Source: an optimization exercise on an open RTL-to-GDS flow (aim: small area, a short achievable clock period and few clock cycles). Production flows keep margins and buffers that such runs may drop. The RTL of this run was laid out without a check of its function.

==> flow/run.sh <==
#!/bin/bash
# synth_recipe.tcl (not shown) runs the flow's synth.tcl, then flattens the netlist and writes it again
# the make line also repeats each setting of config.mk as NAME=value (left out here)
make -C /OpenROAD-flow-scripts/flow DESIGN_CONFIG=/design/flow/config.mk WORK_HOME=/design/flow/orfs CLKGATE_MAP_FILE= SYNTH_SCRIPT=/design/flow/synth_recipe.tcl finish
==> flow/config.mk <==
export PLATFORM = sky130hd
export DESIGN_NAME = mtr_engine
export DESIGN_NICKNAME = mtr_engine
export VERILOG_FILES = /design/flow/design.v
export SDC_FILE = /design/flow/constraint.sdc
export NUM_CORES = 4
export LEC_CHECK = 0
export CAP_MARGIN = 30
export CORE_MARGIN = 2
export CORE_UTILIZATION = 40
export SLEW_MARGIN = 20
==> flow/constraint.sdc <==
create_clock -name core_clock -period 33.0 [get_ports {clk}]
set_input_delay 6.6000 -clock core_clock [delete_from_list [all_inputs] [get_ports {clk}]]
set_output_delay 6.6000 -clock core_clock [all_outputs]
set_load 0.01 [all_outputs]
==> flow/design.v <==
module mtr_engine (
    input  wire        clk,
    input  wire        rst,
    input  wire        in_valid,
    output wire        in_ready,
    input  wire        in_op,       
    input  wire [2:0]  in_meter,
    input  wire [31:0] in_now,      
    input  wire [13:0] in_len,      
    input  wire [1:0]  in_pre,      
    input  wire [31:0] in_cir,      
    input  wire [31:0] in_pir,      
    input  wire [23:0] in_cbs,      
    input  wire [23:0] in_pbs,      
    input  wire        in_mode,
    input  wire        in_aware,
    input  wire        in_reset,
    input  wire [7:0]  in_ladj,     
    input  wire [5:0]  in_act,      
    input  wire [5:0]  in_ycls,
    input  wire [5:0]  in_rcls,
    output reg         out_valid,
    output reg  [1:0]  out_colour,
    output reg         out_drop,
    output reg         out_reclass,
    output reg  [5:0]  out_class,
    output reg  [46:0] out_tc,
    output reg  [46:0] out_tp
);
    localparam NM = 8;
    assign in_ready = 1'b1;
    function [46:0] scale;
        input [23:0] x;
        begin
            scale = ({23'd0, x} << 23) - ({23'd0, x} << 18) - ({23'd0, x} << 17)
                  + ({23'd0, x} << 12) + ({23'd0, x} << 9);
        end
    endfunction
    function [4:0] msb;
        input [31:0] x;
        integer k;
        begin
            msb = 5'd0;
            for (k = 1; k < 32; k = k + 1)
                if (x[k]) msb = k[4:0];
        end
    endfunction
    integer j;
    reg [NM-1:0] rec_ok;
    reg [NM*32-1:0] cir_f;
    reg [NM*32-1:0] pir_f;
    reg [NM*24-1:0] cbs_f;
    reg [NM*24-1:0] pbs_f;
    reg [NM-1:0]    mode_f;
    reg [NM-1:0]    aware_f;
    reg [NM*8-1:0] ladj_f;
    reg [NM*6-1:0] act_f;
    reg [NM*6-1:0] ycls_f;
    reg [NM*6-1:0] rcls_f;
    reg [NM*47-1:0] tc_f;
    reg [NM*47-1:0] tp_f;
    reg [NM*32-1:0] tlast_f;
    reg        r1_v;
    reg        r1_op;
    reg [2:0]  r1_m;
    reg [NM-1:0] r1_oh;              
    reg [31:0] r1_now;
    reg [13:0] r1_len;
    reg [1:0]  r1_pre;
    reg [31:0] r1_cir, r1_pir;
    reg [23:0] r1_cbs, r1_pbs;
    reg        r1_mode, r1_aware, r1_reset;
    reg [7:0]  r1_ladj;
    reg [5:0]  r1_act, r1_ycls, r1_rcls;
    always @(posedge clk) begin
        r1_v     <= in_valid & ~rst;
        r1_op    <= in_op;
        r1_m     <= in_meter;
        r1_oh    <= 8'd1 << in_meter;
        r1_now   <= in_now;
        r1_len   <= in_len;
        r1_pre   <= in_pre;
        r1_cir   <= in_cir;
        r1_pir   <= in_pir;
        r1_cbs   <= in_cbs;
        r1_pbs   <= in_pbs;
        r1_mode  <= in_mode;
        r1_aware <= in_aware;
        r1_reset <= in_reset;
        r1_ladj  <= in_ladj;
        r1_act   <= in_act;
        r1_ycls  <= in_ycls;
        r1_rcls  <= in_rcls;
    end
    reg         ok, r_mode, r_aw;
    reg  [31:0] s_cir, s_pir, s_tl;
    reg  [23:0] r_cbs, r_pbs;
    reg  [7:0]  r_ladj;
    reg  [5:0]  r_act, r_ycls, r_rcls;
    always @(*) begin
        ok = 1'b0; r_mode = 1'b0; r_aw = 1'b0;
        s_cir = 32'd0; s_pir = 32'd0; s_tl = 32'd0;
        r_cbs = 24'd0; r_pbs = 24'd0; r_ladj = 8'd0;
        r_act = 6'd0; r_ycls = 6'd0; r_rcls = 6'd0;
        for (j = 0; j < NM; j = j + 1) begin
            ok     = ok     | (r1_oh[j] & rec_ok[j]);
            r_mode = r_mode | (r1_oh[j] & mode_f[j]);
            r_aw   = r_aw   | (r1_oh[j] & aware_f[j]);
            s_cir  = s_cir  | ({32{r1_oh[j]}} & cir_f[j*32 +: 32]);
            s_pir  = s_pir  | ({32{r1_oh[j]}} & pir_f[j*32 +: 32]);
            s_tl   = s_tl   | ({32{r1_oh[j]}} & tlast_f[j*32 +: 32]);
            r_cbs  = r_cbs  | ({24{r1_oh[j]}} & cbs_f[j*24 +: 24]);
            r_pbs  = r_pbs  | ({24{r1_oh[j]}} & pbs_f[j*24 +: 24]);
            r_ladj = r_ladj | ({8{r1_oh[j]}}  & ladj_f[j*8 +: 8]);
            r_act  = r_act  | ({6{r1_oh[j]}}  & act_f[j*6 +: 6]);
            r_ycls = r_ycls | ({6{r1_oh[j]}}  & ycls_f[j*6 +: 6]);
            r_rcls = r_rcls | ({6{r1_oh[j]}}  & rcls_f[j*6 +: 6]);
        end
    end
    wire [23:0] s_cbs  = ok ? r_cbs : 24'd0;
    wire [23:0] s_pbs  = ok ? r_pbs : 24'd0;
    wire        s_mode = ok & r_mode;
    wire        s_aw   = ok & r_aw;
    wire [7:0]  s_ladj = ok ? r_ladj : 8'd0;
    wire [5:0]  s_act  = ok ? r_act  : 6'd0;
    wire [5:0]  s_ycls = ok ? r_ycls : 6'd0;
    wire [5:0]  s_rcls = ok ? r_rcls : 6'd0;
    wire [31:0] dt     = r1_now - s_tl;
    wire [4:0]  l_dt   = msb(dt);
    wire [5:0]  l_c    = msb(s_cir) + l_dt;
    wire [5:0]  l_p    = msb(s_pir) + l_dt;
    wire        nz_c   = (|s_cir) & (|dt);
    wire        nz_p   = (|s_pir) & (|dt);
    wire signed [15:0] badj = $signed({2'b00, r1_len}) + $signed({{8{s_ladj[7]}}, s_ladj});
    wire [14:0] b   = badj[15] ? 15'd0 : badj[14:0];
    reg        r2_v, r2_op, r2_mode;
    reg [2:0]  r2_m;
    reg [NM-1:0] r2_oh;
    reg [31:0] r2_dt, r2_cir, r2_pir;
    reg        r2_bigc, r2_midc, r2_bigp, r2_midp;
    reg [23:0] r2_cbs, r2_pbs;
    reg [48:0] r2_u;
    always @(posedge clk) begin
        r2_v    <= r1_v & ~rst;
        r2_op   <= r1_op;
        r2_mode <= s_mode;
        r2_m    <= r1_m;
        r2_oh   <= r1_oh;
        r2_dt   <= dt;
        r2_cir  <= s_cir;
        r2_pir  <= s_pir;
        r2_bigc <= nz_c & (l_c >= 6'd48);
        r2_midc <= nz_c & (l_c == 6'd47);
        r2_bigp <= nz_p & (l_p >= 6'd48);
        r2_midp <= nz_p & (l_p == 6'd47);
        r2_cbs  <= s_cbs;
        r2_pbs  <= s_pbs;
        r2_u    <= r1_op ? {r1_reset, r1_pbs, r1_cbs}
                         : {14'd0, s_rcls, s_ycls, s_act, (s_aw ? r1_pre : 2'd0), b};
    end
    always @(posedge clk) begin
        if (rst)
            rec_ok <= {NM{1'b0}};
        else if (r1_v & r1_op)
            rec_ok[r1_m] <= 1'b1;
    end
    always @(posedge clk) begin
        for (j = 0; j < NM; j = j + 1) begin
            if (r1_v & r1_oh[j]) begin
                tlast_f[j*32 +: 32] <= r1_now;
                if (r1_op) begin
                    cir_f[j*32 +: 32]  <= r1_cir;
                    pir_f[j*32 +: 32]  <= r1_pir;
                    cbs_f[j*24 +: 24]  <= r1_cbs;
                    pbs_f[j*24 +: 24]  <= r1_pbs;
                    mode_f[j]          <= r1_mode;
                    aware_f[j]         <= r1_aware;
                    ladj_f[j*8 +: 8]   <= r1_ladj;
                    act_f[j*6 +: 6]    <= r1_act;
                    ycls_f[j*6 +: 6]   <= r1_ycls;
                    rcls_f[j*6 +: 6]   <= r1_rcls;
                end
            end
        end
    end
    wire [48:0] prod_c, prod_p;
    mtr_mul49 mul_c (.a(r2_cir), .b(r2_dt), .p(prod_c));
    mtr_mul49 mul_p (.a(r2_pir), .b(r2_dt), .p(prod_p));
    wire [23:0] bc_in = r2_op ? r2_u[23:0]  : {9'd0, r2_u[14:0]};
    wire [23:0] bp_in = r2_op ? r2_u[47:24] : {9'd0, r2_u[14:0]};
    wire        fwd = r3_v & (r3_m == r2_m);
    reg  [46:0] rd_tc, rd_tp;
    always @(*) begin
        rd_tc = 47'd0;
        rd_tp = 47'd0;
        for (j = 0; j < NM; j = j + 1) begin
            rd_tc = rd_tc | ({47{r2_oh[j]}} & tc_f[j*47 +: 47]);
            rd_tp = rd_tp | ({47{r2_oh[j]}} & tp_f[j*47 +: 47]);
        end
    end
    wire [46:0] tc_new, tp_new;
    reg        r3_v, r3_op, r3_reset, r3_mode;
    reg [2:0]  r3_m;
    reg [NM-1:0] r3_oh;
    reg [47:0] r3_addc, r3_addp;
    reg        r3_bigc, r3_bigp;
    reg [46:0] r3_cbs_s, r3_pbs_s;
    reg [46:0] r3_bc, r3_bp;         
    reg [1:0]  r3_pre;
    reg [5:0]  r3_act, r3_ycls, r3_rcls;
    reg [46:0] r3_tc, r3_tp;         
    always @(posedge clk) begin
        r3_v     <= r2_v & ~rst;
        r3_op    <= r2_op;
        r3_reset <= r2_u[48];
        r3_mode  <= r2_mode;
        r3_m     <= r2_m;
        r3_oh    <= r2_oh;
        r3_addc  <= prod_c[47:0];
        r3_addp  <= prod_p[47:0];
        r3_bigc  <= r2_bigc | (r2_midc & prod_c[48]);
        r3_bigp  <= r2_bigp | (r2_midp & prod_p[48]);
        r3_cbs_s <= scale(r2_cbs);
        r3_pbs_s <= scale(r2_pbs);
        r3_bc    <= scale(bc_in);
        r3_bp    <= scale(bp_in);
        r3_pre   <= r2_u[16:15];
        r3_act   <= r2_u[22:17];
        r3_ycls  <= r2_u[28:23];
        r3_rcls  <= r2_u[34:29];
        r3_tc    <= fwd ? tc_new : rd_tc;
        r3_tp    <= fwd ? tp_new : rd_tp;
    end
    wire [46:0] c_tc = r3_tc;
    wire [46:0] c_tp = r3_tp;
    wire [48:0] A      = {2'b0, c_tc} + {1'b0, r3_addc};
    wire [49:0] dA     = {3'b0, c_tc} + {2'b0, r3_addc} - {3'b0, r3_cbs_s};
    wire        clipc  = r3_bigc | (dA != 50'd0 && !dA[49]);
    wire [46:0] tc_ref = clipc ? r3_cbs_s : A[46:0];
    wire [49:0] dAb    = {3'b0, c_tc} + {2'b0, r3_addc} - {3'b0, r3_bc};
    wire [47:0] dCb    = {1'b0, r3_cbs_s} - {1'b0, r3_bc};
    wire        tc_ge  = clipc ? !dCb[47] : !dAb[49];
    wire [46:0] tc_sub = clipc ? dCb[46:0] : dAb[46:0];
    wire [49:0] opm    = r3_mode ? {2'b0, r3_addc} : {2'b0, r3_addp};
    wire [49:0] mtc    = r3_mode ? {3'b0, c_tc} : 50'd0;
    wire [49:0] mcb    = r3_mode ? {3'b0, r3_cbs_s} : 50'd0;
    wire [49:0] Ta     = {3'b0, c_tp} + opm + mtc - mcb;
    wire [49:0] dTp    = {3'b0, c_tp} + opm + mtc - mcb - {3'b0, r3_pbs_s};
    wire [49:0] dTb    = {3'b0, c_tp} + opm + mtc - mcb - {3'b0, r3_bp};
    wire [47:0] dtb    = {1'b0, c_tp} - {1'b0, r3_bp};
    wire [47:0] dPb    = {1'b0, r3_pbs_s} - {1'b0, r3_bp};
    wire        keep   = r3_mode & ~clipc;
    wire        clipp  = ~keep & ((r3_mode ? r3_bigc : r3_bigp) | (dTp != 50'd0 && !dTp[49]));
    wire [46:0] tp_ref = clipp ? r3_pbs_s : keep ? c_tp : Ta[46:0];
    wire        tp_ge  = clipp ? !dPb[47] : keep ? !dtb[47] : !dTb[49];
    wire [46:0] tp_sub = clipp ? dPb[46:0] : keep ? dtb[46:0] : dTb[46:0];
    wire pre_r = (r3_pre == 2'd2);
    wire pre_y = (r3_pre == 2'd1);
    reg  [1:0] colour;
    always @(*) begin
        if (r3_mode) begin
            if (!pre_r && !pre_y && tc_ge)  colour = 2'd0;
            else if (!pre_r && tp_ge)       colour = 2'd1;
            else                            colour = 2'd2;
        end else begin
            if (!tp_ge || pre_r)            colour = 2'd2;
            else if (!tc_ge || pre_y)       colour = 2'd1;
            else                            colour = 2'd0;
        end
    end
    wire take_c = (colour == 2'd0);
    wire take_p = r3_mode ? (colour == 2'd1) : (colour != 2'd2);
    assign      tc_new = r3_op ? ((r3_reset | tc_ge) ? r3_bc : tc_ref)
                               : (take_c ? tc_sub : tc_ref);
    assign      tp_new = r3_op ? ((r3_reset | tp_ge) ? r3_bp : tp_ref)
                               : (take_p ? tp_sub : tp_ref);
    wire [1:0] action  = (colour == 2'd0) ? r3_act[1:0] :
                         (colour == 2'd1) ? r3_act[3:2] : r3_act[5:4];
    wire       drop    = (action == 2'd1);
    wire       reclass = (action == 2'd2) && (colour != 2'd0);
    wire [5:0] cls     = (colour == 2'd1) ? r3_ycls : r3_rcls;
    always @(posedge clk) begin
        for (j = 0; j < NM; j = j + 1) begin
            if (r3_v & r3_oh[j]) begin
                tc_f[j*47 +: 47] <= tc_new;
                tp_f[j*47 +: 47] <= tp_new;
            end
        end
    end
    always @(posedge clk) begin
        out_valid   <= r3_v & ~rst;
        out_colour  <= r3_op ? 2'd0 : colour;
        out_drop    <= ~r3_op & drop;
        out_reclass <= ~r3_op & reclass;
        out_class   <= (~r3_op & reclass) ? cls : 6'd0;
        out_tc      <= tc_new;
        out_tp      <= tp_new;
    end
endmodule
module mtr_mul49 (
    input  wire [31:0] a,
    input  wire [31:0] b,
    output wire [48:0] p
);
    function [48:0] cst;
        input integer dummy;
        integer k;
        begin
            cst = 49'd0;
            for (k = 0; k < 17; k = k + 1)
                if (33 + 2*k < 49) cst = cst - (49'd1 << (33 + 2*k));
        end
    endfunction
    localparam [48:0] C = cst(0);
    wire [34:0] bx = {2'b00, b, 1'b0};
    wire [32:0] a1 = {1'b0, a};
    wire [32:0] a2 = {a, 1'b0};
    reg  [48:0] acc;
    reg  [2:0]  g;
    reg         one, two, neg;
    reg  [32:0] m;
    reg  [33:0] row;
    integer i;
    always @(*) begin
        acc = C;
        for (i = 0; i < 17; i = i + 1) begin
            g   = bx[2*i +: 3];
            one = g[0] ^ g[1];
            two = (g == 3'b011) || (g == 3'b100);
            neg = g[2];
            m   = ({33{one}} & a1) | ({33{two}} & a2);
            row = {~neg, m ^ {33{neg}}};
            acc = acc + ({15'd0, row} << (2*i)) + ({48'd0, neg} << (2*i));
        end
    end
    assign p = acc;
endmodule
==> results.yml <==
logic_synthesis:
  synth_area_leaders: "edfxtp_1, fa_1, dfxtp_1, ha_1, a22oi_1"
  ys_seq_area_share_pct: 45.1
  yosysWarnings: 2
  yosys.area.top_type_share_pct: 35.1
  synthDistinctLibCells: 109
  synth_area_mm2: 0.182
  synthCells: 15566
  synth_top_area_cell: "edfxtp_1"
  synth_edf_count: 2128
  syn_nets: 17948
  ys_ff_latch: 3033
  avgSynthCellArea_um2: 11.7
  synthArstFlopShare_pct: 0
  synth_flop_cell: "edfxtp_1"
placement:
  placed_area_mm2: 0.192
  port_buffers: 300
  place_hpwl_mm: 444
  pre_cts_ws_ns: 21.35
  routabilityCongestion: 0.997
detailed_routing:
  drtPass1Iterations: 9
  wl_per_cell_um: 29.0
  drtIter0Drc: 15007
  antenna_left: 0
  wl_mm: 635
  drt-vias-per-instance: 5.94
  via_count: 129846
  drc_errors: 0
timing:
  tightest_slew_ns: 1.14
  fmax_mhz: 83.0
  hold_viol: 0
  fin_crit_ns: 12.04
  fin_hold_ws_ns: 0.330
  fin_ws_ns: 20.96
  fin_crit_sh_pct: 36.5
  setup_viol: 0
  fin_skew_ns: 0.0967
  slew-limit-headroom_pct: 24.0
  slew_viol_final: 0
  setup_tns_ns: 0
  rsz0062_at_grt: "false"
global_route:
  grt_pass1_wl_mm: 912
  grt_use_met2_pct: 39.7
  grt_use_total_pct: 26.8
  grt_overflow_total: 0
  grt_util_met3_pct: 6.07
  grt_pass1_vias: 127588
  grt_antenna_before_repair: 49
  grt-busiest-layer: "met2"
  grt.met1_usage_pct: 37.5
  grt_max_degree: 112
clock_tree:
  cts_hold_buf: 0
  cts_inserted_buffers: 330
  cts_root_buffer: "clkbuf_16"
  cts_setup_buffers: 0
  htree_levels: 5
  clk_pin_slew_ns: 0.06
  clock-sinks: 3033
  clock_path_buffers: 4
  tritoncts: "done"
  cts_resized: 0
  clk_latency_ns: 1.03
floorplan:
  die-area_mm2: 0.460
  core-area_mm2: 0.453
  rows: 247
  start_util_pct: 40.2
  dieHeight_um: 679
  die_w_um: 679
  ios: 302
outcome:
  status: "timing/DRC/antenna clean"
setup_path:
  worstPathRequired_ns: 33.66
  cp-start-kind: "flip-flop"
  endpoint_kind: "flip-flop"
  critPathBufInv: 4
  crit_fanout: 67
  worst_path_largest_cell_delay_ns: 0.89
  critical_path_arrival_ns: 12.70
  slowest_stage: "dfxtp_4"
  worstSetupPathType: "reg2reg"
  cp_top_family: "compound AO/OA/AOI/OAI gates"
finish:
  most-common-layout-cells: "edfxtp_1, a22oi_1, inv_1"
  areaGrowthSynthToFinish_pct: 11.6
  drive_gt1_share_pct: 7.25
  finish.instance_area_mm2: 0.203
  nets: 17947
  layout_commonest_cell: "edfxtp_1"
worst_hold_path:
  hold_class: "reg2reg"
run:
  maxCapViolCount: 0
[path summary, 6_finish.rpt]
kind | slack (ns) | from | cells after the start | endpoint
min reg2reg | 0.33 | r2_u[18] | 0 | r3_act[1]
max | 20.96 | r3_mode | 35 | tp_f[63]
min | 0.33 | r2_u[18] | 0 | r3_act[1]
max reg2reg | 20.96 | r3_mode | 35 | tp_f[63]
[sequential cells by signal (all words and copies together) (netlist names), 48 cells and up]
| register | flops |
|---|---|
| tc_f | 376 |
| tp_f | 376 |
| cir_f | 256 |
| pir_f | 256 |
| tlast_f | 256 |
| cbs_f | 192 |
| pbs_f | 192 |
| ladj_f | 64 |
| r2_u | 49 |
| act_f | 48 |
| r3_addc | 48 |
| r3_addp | 48 |
| rcls_f | 48 |
| ycls_f | 48 |
[stage by stage]
step           std cells  utilization (%)
2_1_floorplan      15566                -
3_3_place_gp       21183             42.2
3_5_place_dp       21200             42.3
4_1_cts            21817             44.8
5_1_grt            21856             44.9
6_report           21863             44.9
[cells by family after synthesis]
| family | share of synthesized area, % |
|---|---|
| xor gates and xnor gates | 7.07 |
| adders and majority gates | 19.5 |
| AOI/OAI and AO/OA | 15.6 |
| muxes | 1.84 |
| buffers and inverters | 4.74 |
| other | 0.00206 |
| and+or+nand+nor | 6.13 |
| DFF | 45.1 |
[routing by layer]
layer | vias to the layer above | share of wire (%)
met1 | 65412 | 42
met3 | 1261 | 9.8
met4 | 10 | 5.2
met2 | 6526 | 43
met5 | - | 0.011
li1 | 56637 | -
[synthesized netlist by cell type, types with 156 or more instances]
library cell,count
edfxtp_1,2128
a22oi_1,1788
inv_1,1313
xnor2_1,1191
fa_1,1094
ha_1,1092
dfxtp_1,905
a21oi_1,691
clkbuf_1,686
nor2_1,592
nand2_1,541
o21ai_0,356
xor2_1,279
a21o_1,233
nand4_1,214
buf_1,191
nor3_1,173
mux2i_1,156
[cell type report]
| cell class | count | area [um^2] |
|---|---|---|
| Tap cell | 5976 | 7480 |
| Multi-Input combinational cell | 10274 | 91500 |
| Antenna cell | 37 | 92.6 |
| Fill cell | 41515 | 250000 |
| Inverter | 1327 | 4980 |
| Clock inverter | 168 | 2090 |
| Clock buffer | 449 | 9260 |
| Sequential cell | 3033 | 82100 |
| Timing Repair Buffer | 599 | 5570 |

afterwards: timing with drivers on the ports:
No port has a modelled driver above. Below, the same layout with a new extraction and two added sets of constraints. Step 1, drivers: a clkbuf_16 drives clk and a buf_2 each remaining input, both assumed. Step 2 also shifts input and output timing later by t, the mid clock arrival at the registers, as if the neighbouring blocks saw the same clock. Three values: ideal, step 1, step 2; two values: the first two.
t (ns): 1.084
setup WS [ns]: 20.959 / 20.959 / 20.959
worst setup path after step 2: register to register
After both steps setup and hold are still met in this run. The setup slack of this run moves by 0.000 ns with the drivers and by 0.000 ns with both steps.
